What follows belongs to an exercise in optimizing a design on an open flow for small area and a short achievable clock period; a production flow would make more cautious choices. RTL that was checked went through simulation tests only; none was proved equivalent to the original. Power and IR drop assume default switching activity.

==> inputs of willow <==
## fmul36
module fmul36 (
    input  wire        clk,
    input  wire        rst,
    input  wire        in_valid,
    input  wire [35:0] a,
    input  wire [35:0] b,
    input  wire [2:0]  rm,
    input  wire        ftz,
    output reg         out_valid,
    output reg  [35:0] result,
    output reg         iv,
    output reg         of,
    output reg         uf,
    output reg         nx
);
Settings: LEC_CHECK=0, CAP_MARGIN=20, CORE_MARGIN=2, CORE_UTILIZATION=40, CTS_CLUSTER_DIAMETER=100, CTS_CLUSTER_SIZE=24, SLEW_MARGIN=60, SYNTH_HIERARCHICAL=1, SYNTH_MINIMUM_KEEP_SIZE=0; clock period 16.5 ns.
standard.sh (not shown) runs the stock make flow with config.mk's settings and CLKGATE_MAP_FILE= SYNTH_SCRIPT=/design/flow/synth_recipe.tcl, a recipe that flattens the netlist after the stock synthesis.
==> flow/flow/run.sh <==
#!/bin/bash
# The standard layout (bash standard.sh: the standard synthesis and ORFS
# from floorplan to finish), with every port buffered by buf_2 instead of
# the buffer buffer_ports picks by default.
set -euo pipefail
export BUFFER_PORTS_ARGS="-buffer_cell sky130_fd_sc_hd__buf_2"
bash standard.sh > standard.log 2>&1
==> violet: changes against willow <==
--- a/flow/design.v
+++ b/flow/design.v
@@ -42,17 +42,16 @@
     output reg         nx
 );
     reg        v1;
     reg [35:0] a1;           
     reg [9:0]  b1;           
     reg        az1, bz1;     
     reg        ah1;          
-    reg        bq1;          
-    reg [3:0]  bgz1;
-    reg [9:0]  bgh1, bgl1;
+    reg        bnz1, bq1;    
+    reg [4:0]  bms1, btr1;   
     reg [2:0]  rm1;
     reg        ftz1;
     reg [13:0] bone1, btwo1;     
     reg [12:0] bneg1;
     function automatic [4:0] pos32(input [31:0] x, input hi);
         reg [15:0] v1; reg [15:0] p1;
         reg [7:0]  v2; reg [15:0] p2;
@@ -92,41 +91,30 @@
         for (bk = 0; bk < 14; bk = bk + 1) begin
             bone_i[bk] = bxi[2 * bk + 1] ^ bxi[2 * bk];
             btwo_i[bk] = (bxi[2 * bk + 2] & !bxi[2 * bk + 1] & !bxi[2 * bk]) |
                          (!bxi[2 * bk + 2] & bxi[2 * bk + 1] & bxi[2 * bk]);
             bneg_i[bk] = bxi[2 * bk + 2] & !(bxi[2 * bk + 1] & bxi[2 * bk]);
         end
     end
-    function automatic [2:0] hi8(input [7:0] x);
-        integer k;
-        begin
-            hi8 = 3'd0;
-            for (k = 0; k < 8; k = k + 1)
-                if (x[k]) hi8 = k[2:0];
-        end
-    endfunction
-    function automatic [2:0] lo8(input [7:0] x);
-        integer k;
-        begin
-            lo8 = 3'd0;
-            for (k = 7; k >= 0; k = k - 1)
-                if (x[k]) lo8 = k[2:0];
-        end
-    endfunction
+    reg [25:0] brev;
+    integer br;
+    always @(*)
+        for (br = 0; br < 26; br = br + 1)
+            brev[br] = b[25 - br];
     always @(posedge clk) begin
         if (rst)
             v1 <= 1'b0;
         else
             v1 <= in_valid;
         a1   <= {a[35:27], a[26] | (a[34:26] == 9'd0), ~a[25:0]};
         b1   <= {b[35:27], b[26] | (b[34:26] == 9'd0)};
-        bgz1 <= {b[25:24] != 2'd0, b[23:16] != 8'd0, b[15:8] != 8'd0, b[7:0] != 8'd0};
-        bgh1 <= {b[25], hi8(b[23:16]), hi8(b[15:8]), hi8(b[7:0])};
-        bgl1 <= {!b[24], lo8(b[23:16]), lo8(b[15:8]), lo8(b[7:0])};
+        bnz1 <= (b[25:0] != 26'd0);
         bq1  <= b[25];
+        bms1 <= pos32({6'd0, b[25:0]}, 1'b1);
+        btr1 <= pos32({6'd0, brev}, 1'b1);
         az1  <= (a[34:26] == 9'd0);
         ah1  <= (a[34:26] != 9'd0);
         bz1  <= (b[34:26] == 9'd0);
         rm1  <= rm;
         ftz1 <= ftz;
         bone1 <= bone_i;
         btwo1 <= btwo_i;
@@ -139,15 +127,15 @@
     wire [25:0] fan = a1[25:0];
     wire [25:0] fa = ~fan;
     wire a_sub  = az1;
     wire b_sub  = bz1;
     wire a_max  = (ea == 9'h1FF);
     wire b_max  = (eb == 9'h1FF);
     wire a_fnz  = (fa != 26'd0);
-    wire b_fnz  = |bgz1;
+    wire b_fnz  = bnz1;
     wire a_nan  = a_max & a_fnz;
     wire b_nan  = b_max & b_fnz;
     wire a_inf  = a_max & !a_fnz;
     wire b_inf  = b_max & !b_fnz;
     wire a_zero = a_sub & (!a_fnz | ftz1);
     wire b_zero = b_sub & (!b_fnz | ftz1);
     wire inv0   = (a_inf & b_zero) | (b_inf & a_zero);
@@ -168,29 +156,31 @@
             3'd3:    begin rc = {1'b0, s};        ovf_inf = s;    end
             3'd4:    begin rc = 2'd3;             ovf_inf = 1'b1; end
             default: begin rc = 2'd3;             ovf_inf = 1'b0; end
         endcase
     end
     wire [26:0] ma = {!a_sub, fa};
     wire [4:0] msa = pos32({5'd0, ma}, 1'b1);
-    wire [4:0] bms = bgz1[3] ? {4'd12, bgh1[9]} : bgz1[2] ? {2'd2, bgh1[8:6]} :
-                     bgz1[1] ? {2'd1, bgh1[5:3]} : {2'd0, bgh1[2:0]};
-    wire [4:0] btz = bgz1[0] ? {2'd0, bgl1[2:0]} : bgz1[1] ? {2'd1, bgl1[5:3]} :
-                     bgz1[2] ? {2'd2, bgl1[8:6]} : {4'd12, bgl1[9]};
-    wire [4:0] msb = b_sub ? bms : 5'd26;
+    wire [4:0] msb = b_sub ? bms1 : 5'd26;
     wire [4:0] tza = pos32({5'd0, ma}, 1'b0);
-    wire [4:0] tzb = b_fnz ? btz : 5'd26;
+    wire [4:0] tzb = b_fnz ? 5'd25 - btr1 : 5'd26;
     wire [9:0] xa = {1'b0, ea};
     wire [9:0] xb = {1'b0, eb};
     wire [9:0] xs = xa + xb;
     wire [5:0] tzs = {1'b0, tza} + {1'b0, tzb};
     wire [4:0]  k0   = a_sub ? msa : msb;
-    wire [5:0]  ktc  = (xs >= 10'd282) ? 6'd0 : (xs <= 10'd219) ? 6'd63 : 6'd26 - xs[5:0];
-    wire        dneg = (ktc > {1'b0, k0});
-    wire [5:0]  ks   = dneg ? ktc : {1'b0, k0};
+    wire [8:0]  eo   = a_sub ? eb : ea;
+    wire [4:0]  th   = 5'd25 - eo[4:0];
+    wire        eo_mid = eo[8] & (eo[7:0] <= 8'd25);
+    wire        dneg_n = !xs[9] & !xs[8];
+    wire        dneg_s = !eo[8] | (eo_mid & (k0 < th));
+    wire        dneg = (a_sub & b_sub) | ((a_sub ^ b_sub) ? dneg_s : dneg_n);
+    wire        kbig = (xs < 10'd219);
+    wire [5:0]  ktl  = 6'd26 - xs[5:0];
+    wire [5:0]  ks   = !dneg ? {1'b0, k0} : (kbig ? 6'd63 : ktl);
     wire [27:0]  ae0 = {1'b0, ah1, fa};
     wire [27:0]  ae1 = {ah1, fa, 1'b0};
     wire [391:0] bp;
     wire [13:0]  bneg, bnn;
     genvar gi, gj;
     generate
         for (gi = 0; gi < 14; gi = gi + 1) begin : g_bk
==> garnet: changes against willow <==
--- a/flow/design.v
+++ b/flow/design.v
@@ -42,17 +42,14 @@
     output reg         nx
 );
     reg        v1;
     reg [35:0] a1;           
     reg [9:0]  b1;           
     reg        az1, bz1;     
     reg        ah1;          
-    reg        bq1;          
-    reg [3:0]  bgz1;
-    reg [9:0]  bgh1, bgl1;
     reg [2:0]  rm1;
     reg        ftz1;
     reg [13:0] bone1, btwo1;     
     reg [12:0] bneg1;
     function automatic [4:0] pos32(input [31:0] x, input hi);
         reg [15:0] v1; reg [15:0] p1;
         reg [7:0]  v2; reg [15:0] p2;
@@ -89,44 +86,24 @@
     reg  [13:0] bone_i, btwo_i, bneg_i;
     integer bk;
     always @(*) begin
         for (bk = 0; bk < 14; bk = bk + 1) begin
             bone_i[bk] = bxi[2 * bk + 1] ^ bxi[2 * bk];
             btwo_i[bk] = (bxi[2 * bk + 2] & !bxi[2 * bk + 1] & !bxi[2 * bk]) |
                          (!bxi[2 * bk + 2] & bxi[2 * bk + 1] & bxi[2 * bk]);
-            bneg_i[bk] = bxi[2 * bk + 2] & !(bxi[2 * bk + 1] & bxi[2 * bk]);
+            bneg_i[bk] = bxi[2 * bk + 2];
         end
     end
-    function automatic [2:0] hi8(input [7:0] x);
-        integer k;
-        begin
-            hi8 = 3'd0;
-            for (k = 0; k < 8; k = k + 1)
-                if (x[k]) hi8 = k[2:0];
-        end
-    endfunction
-    function automatic [2:0] lo8(input [7:0] x);
-        integer k;
-        begin
-            lo8 = 3'd0;
-            for (k = 7; k >= 0; k = k - 1)
-                if (x[k]) lo8 = k[2:0];
-        end
-    endfunction
     always @(posedge clk) begin
         if (rst)
             v1 <= 1'b0;
         else
             v1 <= in_valid;
         a1   <= {a[35:27], a[26] | (a[34:26] == 9'd0), ~a[25:0]};
         b1   <= {b[35:27], b[26] | (b[34:26] == 9'd0)};
-        bgz1 <= {b[25:24] != 2'd0, b[23:16] != 8'd0, b[15:8] != 8'd0, b[7:0] != 8'd0};
-        bgh1 <= {b[25], hi8(b[23:16]), hi8(b[15:8]), hi8(b[7:0])};
-        bgl1 <= {!b[24], lo8(b[23:16]), lo8(b[15:8]), lo8(b[7:0])};
-        bq1  <= b[25];
         az1  <= (a[34:26] == 9'd0);
         ah1  <= (a[34:26] != 9'd0);
         bz1  <= (b[34:26] == 9'd0);
         rm1  <= rm;
         ftz1 <= ftz;
         bone1 <= bone_i;
         btwo1 <= btwo_i;
@@ -139,27 +116,39 @@
     wire [25:0] fan = a1[25:0];
     wire [25:0] fa = ~fan;
     wire a_sub  = az1;
     wire b_sub  = bz1;
     wire a_max  = (ea == 9'h1FF);
     wire b_max  = (eb == 9'h1FF);
     wire a_fnz  = (fa != 26'd0);
-    wire b_fnz  = |bgz1;
+    wire [25:0] fb;
+    genvar gf;
+    generate
+        for (gf = 0; gf < 13; gf = gf + 1) begin : g_fb
+            assign fb[2 * gf + 1] = bneg1[gf];
+            if (gf == 0) begin : g_f0
+                assign fb[0] = bone1[0];
+            end else begin : g_fk
+                assign fb[2 * gf] = bone1[gf] ^ bneg1[gf - 1];
+            end
+        end
+    endgenerate
+    wire b_fnz  = (fb != 26'd0);
     wire a_nan  = a_max & a_fnz;
     wire b_nan  = b_max & b_fnz;
     wire a_inf  = a_max & !a_fnz;
     wire b_inf  = b_max & !b_fnz;
     wire a_zero = a_sub & (!a_fnz | ftz1);
     wire b_zero = b_sub & (!b_fnz | ftz1);
     wire inv0   = (a_inf & b_zero) | (b_inf & a_zero);
     wire s      = sa ^ sb;
     wire sp     = a_nan | b_nan | a_inf | b_inf | a_zero | b_zero;
     wire sp_nan = a_nan | b_nan | inv0;
     wire sp_inf = a_inf | b_inf;
-    wire sp_iv  = (a_nan & !fa[25]) | (b_nan & !bq1) | inv0;
+    wire sp_iv  = (a_nan & !fa[25]) | (b_nan & !fb[25]) | inv0;
     wire [1:0] spc = {sp_nan, sp_nan ? sp_iv : sp_inf};
     wire       sr  = s & !sp_nan;
     reg [1:0] rc;
     reg       ovf_inf;
     always @(*) begin
         case (rm1)
             3'd0:    begin rc = 2'd2;             ovf_inf = 1'b1; end
@@ -168,28 +157,105 @@
             3'd3:    begin rc = {1'b0, s};        ovf_inf = s;    end
             3'd4:    begin rc = 2'd3;             ovf_inf = 1'b1; end
             default: begin rc = 2'd3;             ovf_inf = 1'b0; end
         endcase
     end
     wire [26:0] ma = {!a_sub, fa};
     wire [4:0] msa = pos32({5'd0, ma}, 1'b1);
-    wire [4:0] bms = bgz1[3] ? {4'd12, bgh1[9]} : bgz1[2] ? {2'd2, bgh1[8:6]} :
-                     bgz1[1] ? {2'd1, bgh1[5:3]} : {2'd0, bgh1[2:0]};
-    wire [4:0] btz = bgz1[0] ? {2'd0, bgl1[2:0]} : bgz1[1] ? {2'd1, bgl1[5:3]} :
-                     bgz1[2] ? {2'd2, bgl1[8:6]} : {4'd12, bgl1[9]};
+    wire [4:0] bms = pos32({6'd0, fb}, 1'b1);
+    wire [4:0] btz = pos32({6'd0, fb}, 1'b0);
     wire [4:0] msb = b_sub ? bms : 5'd26;
     wire [4:0] tza = pos32({5'd0, ma}, 1'b0);
     wire [4:0] tzb = b_fnz ? btz : 5'd26;
     wire [9:0] xa = {1'b0, ea};
     wire [9:0] xb = {1'b0, eb};
-    wire [9:0] xs = xa + xb;
-    wire [5:0] tzs = {1'b0, tza} + {1'b0, tzb};
+    wire [9:0] xs;
+    wire [9:0] xg = xa & xb;
+    wire [9:0] xp = xa ^ xb;
+    wire [5:0] xsn = ~xs[5:0];
+    wire [5:0] ktl;
+    wire       dneg;
     wire [4:0]  k0   = a_sub ? msa : msb;
-    wire [5:0]  ktc  = (xs >= 10'd282) ? 6'd0 : (xs <= 10'd219) ? 6'd63 : 6'd26 - xs[5:0];
-    wire        dneg = (ktc > {1'b0, k0});
+    wire [5:0]  ktc  = (xs >= 10'd282) ? 6'd0 : (xs <= 10'd219) ? 6'd63 : ktl;
+    wire [5:0]  k0e  = {1'b0, k0};
+    wire xsa_g0 = xg[1] | (xp[1] & xg[0]);
+    wire xsa_p0 = xp[1] & xp[0];
+    wire xsa_g1 = xg[3] | (xp[3] & xg[2]);
+    wire xsa_p1 = xp[3] & xp[2];
+    wire xsa_g2 = xg[5] | (xp[5] & xg[4]);
+    wire xsa_p2 = xp[5] & xp[4];
+    wire xsa_g3 = xg[7] | (xp[7] & xg[6]);
+    wire xsa_p3 = xp[7] & xp[6];
+    wire xsa_g4 = xg[9] | (xp[9] & xg[8]);
+    wire xsa_p4 = xp[9] & xp[8];
+    wire xsa_g5 = xg[2] | (xp[2] & xsa_g0);
+    wire xsa_p5 = xp[2] & xsa_p0;
+    wire xsa_g6 = xsa_g1 | (xsa_p1 & xsa_g0);
+    wire xsa_p6 = xsa_p1 & xsa_p0;
+    wire xsa_g7 = xg[6] | (xp[6] & xsa_g2);
+    wire xsa_p7 = xp[6] & xsa_p2;
+    wire xsa_g8 = xsa_g3 | (xsa_p3 & xsa_g2);
+    wire xsa_p8 = xsa_p3 & xsa_p2;
+    wire xsa_g9 = xg[4] | (xp[4] & xsa_g6);
+    wire xsa_p9 = xp[4] & xsa_p6;
+    wire xsa_g10 = xsa_g2 | (xsa_p2 & xsa_g6);
+    wire xsa_p10 = xsa_p2 & xsa_p6;
+    wire xsa_g11 = xsa_g7 | (xsa_p7 & xsa_g6);
+    wire xsa_p11 = xsa_p7 & xsa_p6;
+    wire xsa_g12 = xsa_g8 | (xsa_p8 & xsa_g6);
+    wire xsa_p12 = xsa_p8 & xsa_p6;
+    wire xsa_g13 = xg[8] | (xp[8] & xsa_g12);
+    wire xsa_p13 = xp[8] & xsa_p12;
+    wire xsa_g14 = xsa_g4 | (xsa_p4 & xsa_g12);
+    wire xsa_p14 = xsa_p4 & xsa_p12;
+    assign xs[0] = xp[0];
+    assign xs[1] = xp[1] ^ xg[0];
+    assign xs[2] = xp[2] ^ xsa_g0;
+    assign xs[3] = xp[3] ^ xsa_g5;
+    assign xs[4] = xp[4] ^ xsa_g6;
+    assign xs[5] = xp[5] ^ xsa_g9;
+    assign xs[6] = xp[6] ^ xsa_g10;
+    assign xs[7] = xp[7] ^ xsa_g11;
+    assign xs[8] = xp[8] ^ xsa_g12;
+    assign xs[9] = xp[9] ^ xsa_g13;
+    wire kta_g0 = xsn[1] | (xs[1] & xsn[0]);
+    wire kta_p0 = xs[1] & xs[0];
+    wire kta_g1 = xsn[3] | (xs[3] & 1'b0);
+    wire kta_p1 = xs[3] & xsn[2];
+    wire kta_g2 = 1'b0 | (xsn[5] & xsn[4]);
+    wire kta_p2 = xsn[5] & xs[4];
+    wire kta_g3 = 1'b0 | (xsn[2] & kta_g0);
+    wire kta_p3 = xsn[2] & kta_p0;
+    wire kta_g4 = kta_g1 | (kta_p1 & kta_g0);
+    wire kta_p4 = kta_p1 & kta_p0;
+    wire kta_g5 = xsn[4] | (xs[4] & kta_g4);
+    wire kta_p5 = xs[4] & kta_p4;
+    wire kta_g6 = kta_g2 | (kta_p2 & kta_g4);
+    wire kta_p6 = kta_p2 & kta_p4;
+    assign ktl[0] = xs[0];
+    assign ktl[1] = xs[1] ^ xsn[0];
+    assign ktl[2] = xsn[2] ^ kta_g0;
+    assign ktl[3] = xs[3] ^ kta_g3;
+    assign ktl[4] = xs[4] ^ kta_g4;
+    assign ktl[5] = xsn[5] ^ kta_g5;
+    wire kgt_g0 = (ktc[1] & !k0e[1]) | ((ktc[1] ^ !k0e[1]) & (ktc[0] & !k0e[0]));
+    wire kgt_p0 = (ktc[1] ^ !k0e[1]) & (ktc[0] ^ !k0e[0]);
+    wire kgt_g1 = (ktc[3] & !k0e[3]) | ((ktc[3] ^ !k0e[3]) & (ktc[2] & !k0e[2]));
+    wire kgt_p1 = (ktc[3] ^ !k0e[3]) & (ktc[2] ^ !k0e[2]);
+    wire kgt_g2 = (ktc[5] & !k0e[5]) | ((ktc[5] ^ !k0e[5]) & (ktc[4] & !k0e[4]));
+    wire kgt_p2 = (ktc[5] ^ !k0e[5]) & (ktc[4] ^ !k0e[4]);
+    wire kgt_g3 = (ktc[2] & !k0e[2]) | ((ktc[2] ^ !k0e[2]) & kgt_g0);
+    wire kgt_p3 = (ktc[2] ^ !k0e[2]) & kgt_p0;
+    wire kgt_g4 = kgt_g1 | (kgt_p1 & kgt_g0);
+    wire kgt_p4 = kgt_p1 & kgt_p0;
+    wire kgt_g5 = (ktc[4] & !k0e[4]) | ((ktc[4] ^ !k0e[4]) & kgt_g4);
+    wire kgt_p5 = (ktc[4] ^ !k0e[4]) & kgt_p4;
+    wire kgt_g6 = kgt_g2 | (kgt_p2 & kgt_g4);
+    wire kgt_p6 = kgt_p2 & kgt_p4;
+    assign dneg = kgt_g6;
     wire [5:0]  ks   = dneg ? ktc : {1'b0, k0};
     wire [27:0]  ae0 = {1'b0, ah1, fa};
     wire [27:0]  ae1 = {ah1, fa, 1'b0};
     wire [391:0] bp;
     wire [13:0]  bneg, bnn;
     genvar gi, gj;
     generate
@@ -581,15 +647,15 @@
     reg          v2;
     reg [54-1:0] csa_r;
     reg [53-1:0] csb_r;
     reg [9:0]    xs2;
     reg [4:0]    k0_2;
     reg          dneg2;
     reg [5:0]    ks2;
-    reg [5:0]    tzs2;
+    reg [4:0]    tza2, tzb2;
     reg          s2, ovf_inf2, ftz2;
     reg [1:0]    rc2;
     reg          sp2;
     reg [1:0]    spc2;
     always @(posedge clk) begin
         if (rst)
             v2 <= 1'b0;
@@ -702,15 +768,16 @@
         csb_r[50] <= fs323;
         csb_r[51] <= fs324;
         csb_r[52] <= hs38;
         xs2      <= xs;
         k0_2     <= k0;
         dneg2    <= dneg;
         ks2      <= ks;
-        tzs2     <= tzs;
+        tza2     <= tza;
+        tzb2     <= tzb;
         s2       <= sr;
         rc2      <= rc;
         ovf_inf2 <= ovf_inf;
         ftz2     <= ftz1;
         sp2      <= sp;
         spc2     <= spc;
     end
@@ -1174,15 +1241,15 @@
     assign prod[51] = cp[51] ^ ca_g143;
     assign prod[52] = cp[52] ^ ca_g144;
     assign prod[53] = cp[53] ^ ca_g145;
     wire [11:0] d2   = {2'b00, xs2} + {7'd0, k0_2} - 12'd282;
     wire [9:0]  e1b  = dneg2 ? 10'd0 : d2[9:0];
     wire        dn1  = (d2 == 12'hFFF);
     wire        dn2  = (d2 == 12'hFFE);
-    wire        st2  = ({1'b0, tzs2} + 7'd2 < {1'b0, ks2});
+    wire        st2  = ({2'b00, tza2} + {2'b00, tzb2} + 7'd2 < {1'b0, ks2});
     wire [55:0] q    = {prod, 2'b00};
     wire [55:0] qs   = q >> {ks2[5:3], 3'b000};
     reg          v3;
     reg [36:0]   w3;
     reg [2:0]    ks3;
     reg [9:0]    e1b3;
     reg          dneg3, dn1_3, dn2_3, st2_3;
==> juniper: changes against willow <==
--- a/flow/design.v
+++ b/flow/design.v
@@ -180,17 +180,23 @@
     wire [4:0] tza = pos32({5'd0, ma}, 1'b0);
     wire [4:0] tzb = b_fnz ? btz : 5'd26;
     wire [9:0] xa = {1'b0, ea};
     wire [9:0] xb = {1'b0, eb};
     wire [9:0] xs = xa + xb;
     wire [5:0] tzs = {1'b0, tza} + {1'b0, tzb};
     wire [4:0]  k0   = a_sub ? msa : msb;
-    wire [5:0]  ktc  = (xs >= 10'd282) ? 6'd0 : (xs <= 10'd219) ? 6'd63 : 6'd26 - xs[5:0];
-    wire        dneg = (ktc > {1'b0, k0});
-    wire [5:0]  ks   = dneg ? ktc : {1'b0, k0};
+    wire [8:0]  eo   = a_sub ? eb : ea;
+    wire [4:0]  th   = 5'd25 - eo[4:0];
+    wire        eo_mid = eo[8] & (eo[7:0] <= 8'd25);
+    wire        dneg_n = !xs[9] & !xs[8];
+    wire        dneg_s = !eo[8] | (eo_mid & (k0 < th));
+    wire        dneg = (a_sub & b_sub) | ((a_sub ^ b_sub) ? dneg_s : dneg_n);
+    wire        kbig = (xs < 10'd219);
+    wire [5:0]  ktl  = 6'd26 - xs[5:0];
+    wire [5:0]  ks   = !dneg ? {1'b0, k0} : (kbig ? 6'd63 : ktl);
     wire [27:0]  ae0 = {1'b0, ah1, fa};
     wire [27:0]  ae1 = {ah1, fa, 1'b0};
     wire [391:0] bp;
     wire [13:0]  bneg, bnn;
     genvar gi, gj;
     generate
         for (gi = 0; gi < 14; gi = gi + 1) begin : g_bk
==> notes.md <==
Wire length, lowest first: juniper, violet, willow, garnet. In violet the register-to-register slack is higher than in willow, by 0.18 ns. Setup slack: willow is better than garnet (0.25 ns). Between violet and willow, the lower first-iteration DRC count is in willow (gap about 14%, measured against willow). Synthesized area, highest first: willow, juniper, violet, garnet. Against juniper, the sequential power of garnet is smaller by about 3%. violet produced a clean layout. garnet produced a clean layout. willow ran to the end with no violations. juniper finished clean. Between violet and garnet, the lower global-route usage is in violet (gap 0.17 points).
==> figures <==
item	juniper	willow	violet	garnet
Number of optimization iterations in the first detailed-route pass	5	5	5	6
Count of fill cells added during filler insertion	7673	7744	7544	7563
Maximum number of pins on one net before global-route repair	70	55	62	49
Worst r2r dst	csb_r[28]	ks2[2]	csb_r[33]	ks2[3]
Die Y-Extent	286 um	287 um	285 um	284 um
Status	no timing/DRC/antenna violations	no timing/DRC/antenna violations	no timing/DRC/antenna violations	no timing/DRC/antenna violations
Clock Power	0.000642 W	0.000652 W	0.000611 W	0.000620 W
Seq pwr	0.00159 W	0.00159 W	0.00156 W	0.00155 W
Post-Synthesis Mean Instance Area	9.75 sq um	9.73 sq um	9.71 sq um	9.68 sq um
Hold slack	0.329 ns	0.332 ns	0.321 ns	0.329 ns
Launching element type of the critical path	flop	flop	primary input	flop
Initial antenna violation count	1	2	7	0
Seq cells	414	414	402	394
Logic power comb	0.00486 W	0.00514 W	0.00496 W	0.00489 W
Clock network area share	2.18%	2.23%	2.10%	2.16%
Reg-to-reg startpoint	bneg1[3]	a1[26]	a1[25]	a1[26]
Function not checked in willow, violet and garnet: the RTL went through the layout flow alone.

static timing again, ports no longer ideal:
In the flow no input, the clock included, has a driving cell. The finished layouts below were timed again as built, in two steps. Step 1: set_driving_cell puts a clkbuf_16 on clk and a buf_2 on each other input, an assumption about the parent block. Step 2 moves the port delays by t, midway between the first and last clock arrival at a register: inputs arrive t later, outputs are due t later. That takes back most of the time a late clock gives input paths. Slacks: no drivers / after step 1 / after step 2; pairs: no drivers / after step 1.
run | t (ns) | setup WS [ns] | latest minus earliest clock arrival (ns) | worst register clock-pin slew, ns
willow | 0.652 | 11.888 / 11.888 / 11.888 | 0.034 / 0.034 | 0.10 / 0.10
violet | 0.655 | 12.064 / 12.059 / 11.456 | 0.017 / 0.017 | 0.09 / 0.09
garnet | 0.655 | 11.636 / 11.636 / 11.636 | 0.017 / 0.016 | 0.10 / 0.10
juniper | 0.651 | 12.156 / 12.093 / 12.148 | 0.022 / 0.021 | 0.09 / 0.09
After both steps every run listed still meets setup and hold. The setup slack of violet, which loses most, moves by -0.005 ns with the drivers and by -0.608 ns with both steps.
